This is an optimization exercise on Yosys and OpenROAD, whose aim is small area, not a production implementation. The RTL was checked by simulation tests, not by an equivalence proof against the original design. No activity file was given, so power comes from the tool's default toggle rates.

==> flow/design.v (excerpt) <==
module eave_curve (
    input  wire         clk,
    input  wire         rst,         
    input  wire         tick,        
    input  wire [15:0]  i_ma,        
    input  wire         open_sw,     
    input  wire [1:0]   cool,        
    input  wire [255:0] mult,        
    input  wire [15:0]  iref,        
    input  wire [3:0]   acc_sel,     
    output reg          valid,       
    output reg          trip,
    output reg  [3:0]   point,
    output reg  [15:0]  over,        
    output reg  [28:0]  acc_rd       
);
For scale: ~1600 cells after synthesis, roughly 390 flip-flops, ~350 I/O pins, roughly 0.014 mm2 of cells after synthesis.
export LEC_CHECK = 0
export ABC_AREA = 1
export CAP_MARGIN = 20
export CORE_MARGIN = 2
export CORE_UTILIZATION = 40
export GPL_TIMING_DRIVEN = 0
export SLEW_MARGIN = 20
create_clock -name core_clock -period 20.0 [get_ports {clk}]
standard.sh (not shown) runs the stock make flow with config.mk's settings and CLKGATE_MAP_FILE= SYNTH_SCRIPT=/design/flow/synth_recipe.tcl, a recipe that flattens the netlist after the stock synthesis.
==> flow/flow/run.sh <==
#!/bin/bash
# The standard layout (standard.sh), except:
#  - synthesis is flow/synth.tcl: the standard synthesis without full-adder
#    extraction and with an area-recovering ABC script (flow/abc.script) for
#    the logic; registers are mapped as usual;
#  - the port buffers are plain buf_1 cells;
#  - the clock tree uses clkbuf_4 leaves and a clkbuf_8 root, no dummy loads.
# make's output goes to flow.log; ORFS keeps each step's log under orfs/logs/.
set -euo pipefail
here=$(pwd)
sed "s#SYNTH_SCRIPT=[^ ]*#SYNTH_SCRIPT=$here/flow/synth.tcl#" standard.sh > own_standard.sh
grep -q "SYNTH_SCRIPT=$here/flow/synth.tcl" own_standard.sh
bash own_standard.sh 'BUFFER_PORTS_ARGS=-buffer_cell sky130_fd_sc_hd__buf_1' \
  'CTS_ARGS=-sink_clustering_enable -repair_clock_nets -buf_list sky130_fd_sc_hd__clkbuf_4 -root_buf sky130_fd_sc_hd__clkbuf_8 -sink_clustering_size 8 -sink_clustering_max_diameter 50 -dont_use_dummy_load' \
  finish > flow.log 2>&1
==> flow/flow/abc.script <==
strash
dch
map -a
strash
dch
map -a
topo
dnsize -c
==> flow/flow/synth.tcl <==
# The standard synthesis (synth_recipe.tcl), except that ABC maps the logic
# with abc.script beside this file. Registers are mapped before ABC runs, by
# the standard steps, so they come out as in the standard synthesis.
set my_abc_script [file join [file dirname [file normalize [info script]]] abc.script]
# No full-adder extraction: ABC maps the adders with the rest of the logic.
set ::env(ADDER_MAP_FILE) ""
proc synth {args} { yosys synth -nofsm -noshare {*}$args }
proc abc {args} {
  set i [lsearch -exact $args -script]
  if { $i >= 0 } { lset args [expr { $i + 1 }] $::my_abc_script }
  yosys abc {*}$args
}
source $::env(SCRIPTS_DIR)/synth.tcl
# left out here: clear keep_hierarchy, flatten, clean up, hide names made inside functions, write 1_2_yosys.v
The baseline went through all stages and came out clean.
Edit:
- CORE_UTILIZATION: 40 -> 60
- GPL_TIMING_DRIVEN: 0 -> unset
After rerunning:
- clock-buffer cell count drops by 1
- worst setup slack improves by 0.68 ns
- via count climbs by 7.9%
- power climbs by 0.48%
- clock skew climbs by 0.023 ns
- final area drops by 1.4%
- non-clock buffer count climbs by 11
- sequential share of layout area climbs by 0.68 points
- final cell count drops by 5.1%
- utilization climbs by 23 points
Edit:
--- a/flow/flow/run.sh
+++ b/flow/flow/run.sh
@@ -2,5 +2,4 @@
 # The standard layout (standard.sh), except:
-#  - synthesis is flow/synth.tcl: the standard synthesis without full-adder
-#    extraction and with an area-recovering ABC script (flow/abc.script) for
-#    the logic; registers are mapped as usual;
+#  - synthesis is flow/synth.tcl: the standard synthesis with an area-recovering
+#    ABC script (flow/abc.script) for the logic; registers are mapped as usual;
 #  - the port buffers are plain buf_1 cells;
--- a/flow/flow/synth.tcl
+++ b/flow/flow/synth.tcl
@@ -4,4 +4,2 @@
 set my_abc_script [file join [file dirname [file normalize [info script]]] abc.script]
-# No full-adder extraction: ABC maps the adders with the rest of the logic.
-set ::env(ADDER_MAP_FILE) ""
 proc synth {args} { yosys synth -nofsm -noshare {*}$args }
- CORE_UTILIZATION: 60 -> 40
The changed run completed with no timing, DRC or antenna violations.
Clock-buffer cell count stays the same.
Critical path depth falls by 5.
Fmax falls by a quarter to a third.
Sequential share of layout area falls by 0.94 points.
Edit:
--- a/flow/flow/synth.tcl
+++ b/flow/flow/synth.tcl
@@ -4,2 +4,4 @@
 set my_abc_script [file join [file dirname [file normalize [info script]]] abc.script]
+# No full-adder extraction: ABC maps the adders with the rest of the logic.
+set ::env(ADDER_MAP_FILE) ""
 proc synth {args} { yosys synth -nofsm -noshare {*}$args }
=> The changed run produced a clean layout; design area shrinks by 0.96%; sequential share of layout area grows by 0.48 points; worst setup slack improved by 6.7 ns; synthesized area shrinks by 0.80%; critical path depth grows by 8; fmax grows by 56%; non-clock buffer count shrinks by 5; synthesized cell count grows by 7.1%.
Edit:
--- a/flow/flow/run.sh
+++ b/flow/flow/run.sh
@@ -2,4 +2,5 @@
 # The standard layout (standard.sh), except:
-#  - synthesis is flow/synth.tcl: the standard synthesis with an area-recovering
-#    ABC script (flow/abc.script) for the logic; registers are mapped as usual;
+#  - synthesis is flow/synth.tcl: the standard synthesis without full-adder
+#    extraction and with an area-recovering ABC script (flow/abc.script) for
+#    the logic; registers are mapped as usual;
 #  - the port buffers are plain buf_1 cells;
Result:
- The new run completed with no timing, DRC or antenna violations
- die area stays the same
- cell area stays the same
- flip-flop and latch count does not change
- power does not change
- area after synthesis stays the same
Edit:
--- a/flow/flow/run.sh
+++ b/flow/flow/run.sh
@@ -13,3 +13,3 @@
 bash own_standard.sh 'BUFFER_PORTS_ARGS=-buffer_cell sky130_fd_sc_hd__buf_1' \
-  'CTS_ARGS=-sink_clustering_enable -repair_clock_nets -buf_list sky130_fd_sc_hd__clkbuf_4 -root_buf sky130_fd_sc_hd__clkbuf_8 -sink_clustering_size 8 -sink_clustering_max_diameter 50 -dont_use_dummy_load' \
+  'CTS_ARGS=-sink_clustering_enable -repair_clock_nets -buf_list sky130_fd_sc_hd__clkbuf_4 -root_buf sky130_fd_sc_hd__clkbuf_8 -sink_clustering_size 10 -sink_clustering_max_diameter 60 -dont_use_dummy_load' \
   finish > flow.log 2>&1
After rerunning:
- total power shrinks by 1.8%
- sequential power stays flat
- flip-flop and latch count stays the same
- design area shrinks by 0.45%
- wire length came out lower by 0.43%
- critical path depth does not change
- global-route usage goes down by 0.14 points
- core utilization goes down by 0.21 points


Setup of yarrow:
eave_curve, a different RTL version from the one above (not shown whole).
Size: about 1,500 cells after synthesis, ~410 flip-flops, roughly 350 I/O pins, roughly 0.015 mm^2 of cells after synthesis.
export LEC_CHECK = 0
export ABC_AREA = 1
export CAP_MARGIN = 20
export CORE_MARGIN = 2
export CORE_UTILIZATION = 40
export SLEW_MARGIN = 20
create_clock -name core_clock -period 20.0 [get_ports {clk}]
==> flow/flow/run.sh <==
#!/bin/bash
# The standard layout (standard.sh), except:
#  - synthesis is flow/synth.tcl: the standard synthesis with an area-recovering
#    ABC script (flow/abc.script) for the logic; registers are mapped as usual;
#  - the port buffers are plain buf_1 cells;
#  - the clock tree uses clkbuf_4 leaves and a clkbuf_8 root, no dummy loads.
# make's output goes to flow.log; ORFS keeps each step's log under orfs/logs/.
set -euo pipefail
here=$(pwd)
sed "s#SYNTH_SCRIPT=[^ ]*#SYNTH_SCRIPT=$here/flow/synth.tcl#" standard.sh > own_standard.sh
grep -q "SYNTH_SCRIPT=$here/flow/synth.tcl" own_standard.sh
bash own_standard.sh 'BUFFER_PORTS_ARGS=-buffer_cell sky130_fd_sc_hd__buf_1' \
  'CTS_ARGS=-sink_clustering_enable -repair_clock_nets -buf_list sky130_fd_sc_hd__clkbuf_2 -root_buf sky130_fd_sc_hd__clkbuf_8 -sink_clustering_size 6 -sink_clustering_max_diameter 40 -dont_use_dummy_load' \
  finish > flow.log 2>&1
==> flow/flow/synth.tcl <==
# The standard synthesis (synth_recipe.tcl), except that ABC maps the logic
# with abc.script beside this file. Registers are mapped before ABC runs, by
# the standard steps, so they come out as in the standard synthesis.
set my_abc_script [file join [file dirname [file normalize [info script]]] abc.script]
proc synth {args} { yosys synth -nofsm -noshare {*}$args }
proc abc {args} {
  set i [lsearch -exact $args -script]
  if { $i >= 0 } { lset args [expr { $i + 1 }] $::my_abc_script }
  yosys abc {*}$args
}
source $::env(SCRIPTS_DIR)/synth.tcl
# left out here: clear keep_hierarchy, flatten, clean up, hide names made inside functions, write 1_2_yosys.v
Scripts as last shown in full above: flow/flow/abc.script
yarrow: no failed stages, no open violations at the end
Input-level comparison between onyx and yarrow:
-- flow/flow/run.sh --
<<< yarrow, line 12
bash own_standard.sh 'BUFFER_PORTS_ARGS=-buffer_cell sky130_fd_sc_hd__buf_1' \
  'CTS_ARGS=-sink_clustering_enable -repair_clock_nets -buf_list sky130_fd_sc_hd__clkbuf_2 -root_buf sky130_fd_sc_hd__clkbuf_8 -sink_clustering_size 6 -sink_clustering_max_diameter 40 -dont_use_dummy_load' \
  finish > flow.log 2>&1
>>> onyx, line 12
bash own_standard.sh 'BUFFER_PORTS_ARGS=-buffer_cell sky130_fd_sc_hd__buf_1' \
  'CTS_ARGS=-sink_clustering_enable -repair_clock_nets -buf_list sky130_fd_sc_hd__clkbuf_4 -root_buf sky130_fd_sc_hd__clkbuf_8 -sink_clustering_size 8 -sink_clustering_max_diameter 50 -dont_use_dummy_load' \
  finish > flow.log 2>&1
--- outcome ---
onyx against yarrow: clock buffer count dropped 29%; total power dropped 0.51%; fmax barely changed; core utilization barely changed. When onyx is set beside yarrow, its final period demand of the worst path turns out to be 33 ps smaller. Taking yarrow as the reference point, the clock network power share of onyx falls by 0.3 points. Looking only at insertion delay to the later sink of the worst-skew pair, and setting everything else aside, the lower value of yarrow and onyx goes to yarrow.


== run A ==
Another version of the RTL of eave_curve (not shown whole).
Size: ~0.016 mm^2 of cells after synthesis.
export LEC_CHECK = 0
export ABC_AREA = 1
export CAP_MARGIN = 20
export CORE_MARGIN = 2
export CORE_UTILIZATION = 40
export CTS_BUF_LIST = sky130_fd_sc_hd__clkbuf_4
export SLEW_MARGIN = 20
create_clock -name core_clock -period 20.0 [get_ports {clk}]
==> flow/flow/run.sh <==
#!/bin/bash
# The standard layout, with plain buf_1 cells as the port buffers.
set -euo pipefail
bash standard.sh 'BUFFER_PORTS_ARGS=-buffer_cell sky130_fd_sc_hd__buf_1' finish > flow.log 2>&1
Inputs modified between run A and run B:
==> flow/run.sh (new file) <==
#!/bin/bash
# synth_recipe.tcl (not shown) runs the flow's synth.tcl, then flattens the netlist and writes it again
# the make line also repeats each setting of config.mk as NAME=value (left out here)
make -C /OpenROAD-flow-scripts/flow DESIGN_CONFIG=/design/flow/config.mk WORK_HOME=/design/flow/orfs CLKGATE_MAP_FILE= SYNTH_SCRIPT=/design/flow/synth_recipe.tcl finish
diff --git a/flow/config.mk b/flow/config.mk
--- a/flow/config.mk
+++ b/flow/config.mk
@@ -11,3 +11,2 @@
 export CORE_UTILIZATION = 40
-export CTS_BUF_LIST = sky130_fd_sc_hd__clkbuf_4
 export SLEW_MARGIN = 20
removed: flow/flow/run.sh
removed: flow/standard.sh
Notes after the runs:
From run B to run A, complex-gate fraction of the synthesized area did not move at all. Run A vs run B, cell at the slowest stage of the critical path: sky130_fd_sc_hd__fa_1 vs sky130_fd_sc_hd__clkdlybuf4s50_1. Summary — detailed-routed wire length on met2, run B relative to run A: higher, by 1.5 mm. Run B reports a higher post-layout minimum cycle time than run A does. Leakage power figure: run B > run A. The run with more setup slack is run A; run B has less. Against run A, design area in run B came out worse. Run B against run A: routed wire length rose about 4.3%, area growth from synthesis to layout +14 points.
Input-level comparison between run C and run B:
==> flow/flow/run.sh (new file) <==
#!/bin/bash
# The standard layout, with plain buf_1 cells as the port buffers.
set -euo pipefail
bash standard.sh 'BUFFER_PORTS_ARGS=-buffer_cell sky130_fd_sc_hd__buf_1' finish > flow.log 2>&1
==> flow/standard.sh (new file) <==
#!/bin/bash
# synth_recipe.tcl (not shown) runs the flow's synth.tcl, then flattens the netlist and writes it again
# the make line also repeats each setting of config.mk as NAME=value (left out here)
make -C /OpenROAD-flow-scripts/flow DESIGN_CONFIG=/design/flow/config.mk WORK_HOME=/design/flow/orfs CLKGATE_MAP_FILE= SYNTH_SCRIPT=/design/flow/synth_recipe.tcl "${@:-finish}"
removed: flow/run.sh
Notes after the runs:
Highest cell delay on the worst timing path: run C vs run B down 0.10 ns
Run C ended up with a lower total wire length than run B did.
Run C vs. run B: clock-buffer cell count went down by 1.8%.
Least setup slack across all paths after layout is higher on run C
Compared with run B, in run C total power draw has decreased, switching power has increased, wire length of the first global-routing pass has decreased, power per cell area has increased.
Changes in run D relative to run C:
==> flow/flow/run.sh <==
#!/bin/bash
# The standard layout, with plain buf_1 cells as the port buffers and a
# clock tree of smaller buffers without dummy loads.
set -euo pipefail
bash standard.sh 'BUFFER_PORTS_ARGS=-buffer_cell sky130_fd_sc_hd__buf_1' \
  'CTS_ARGS=-sink_clustering_enable -repair_clock_nets -buf_list sky130_fd_sc_hd__clkbuf_8 -root_buf sky130_fd_sc_hd__clkbuf_8 -sink_clustering_size 16 -sink_clustering_max_diameter 60 -dont_use_dummy_load' \
  finish > flow.log 2>&1
### Flow results
- In run D, the transition time of the tightest slew-check pin came out 0.0030 ns below the value in run C.
- Final critical path time including I/O delays and setup: run C vs run D, no meaningful difference
- Note that the clock-buffer cell count recorded for run D amounts to 0.66 times the value seen in run C.
- Diff run D..run C | met2 track demand over resource | negligible
- Re hold buffer count at cts: no difference whatsoever between run C and run D.
- Run D packs its core more loosely than run C.
- Run D did not stop at any stage, and its layout met the timing, design-rule and antenna checks.
- NOTE routed wire length run C->run D decreased slightly
- Looking at combinational power share, run D sits 4.4 points higher than run C does.

==> port drivers added, routing unchanged <==
Ports are ideal in the flow. The routed layouts listed here were re-timed in OpenROAD. Step 1: set_driving_cell puts a clkbuf_16 on clk and a buf_2 on each other input, an assumption about the parent block. Step 2 moves the port delays by t, midway between the first and last clock arrival at a register: inputs arrive t later, outputs are due t later. That takes back most of the time a late clock gives input paths. Three values: ideal ports, drivers, drivers and shift; two values: the first two.
run | t (ns) | setup WS [ns] | slew at the worst register clock pin (ns) | worst slew at a driven data input, ns | pins driven straight from the clock port
the first run of note 1 | 0.589 | 7.280 / 7.280 / 7.045 | 0.10 / 0.10 | 0.15 | 1
the second run of note 1 | 0.587 | 7.960 / 7.979 / 7.392 | 0.11 / 0.11 | 0.14 | 1
the third run of note 1 | 0.591 | 1.437 / 1.462 / 0.871 | 0.10 / 0.10 | 0.12 | 1
the fourth run of note 1 | 0.600 | 8.097 / 8.117 / 7.517 | 0.10 / 0.10 | 0.13 | 1
the fifth run of note 1 | 0.600 | 8.097 / 8.117 / 7.517 | 0.10 / 0.10 | 0.13 | 1
the sixth run of note 1 | 0.594 | 8.163 / 8.182 / 7.588 | 0.12 / 0.12 | 0.13 | 1
yarrow | 0.571 | 1.408 / 1.427 / 0.857 | 0.12 / 0.12 | 0.15 | 1
onyx | 0.594 | 1.442 / 1.461 / 0.867 | 0.09 / 0.09 | 0.15 | 1
run A | 0.808 | 1.786 / 1.801 / 0.993 | 0.08 / 0.08 | 0.13 | 1
run B | 0.606 | 0.767 / 0.787 / 0.181 | 0.07 / 0.07 | 0.15 | 1
run C | 0.597 | 1.557 / 1.574 / 0.977 | 0.07 / 0.07 | 0.15 | 1
run D | 0.577 | 1.558 / 1.570 / 0.994 | 0.10 / 0.10 | 0.15 | 1
After both steps every run listed still meets setup and hold. The setup slack of run A, which loses most, moves by +0.015 ns with the drivers and by -0.793 ns with both steps.
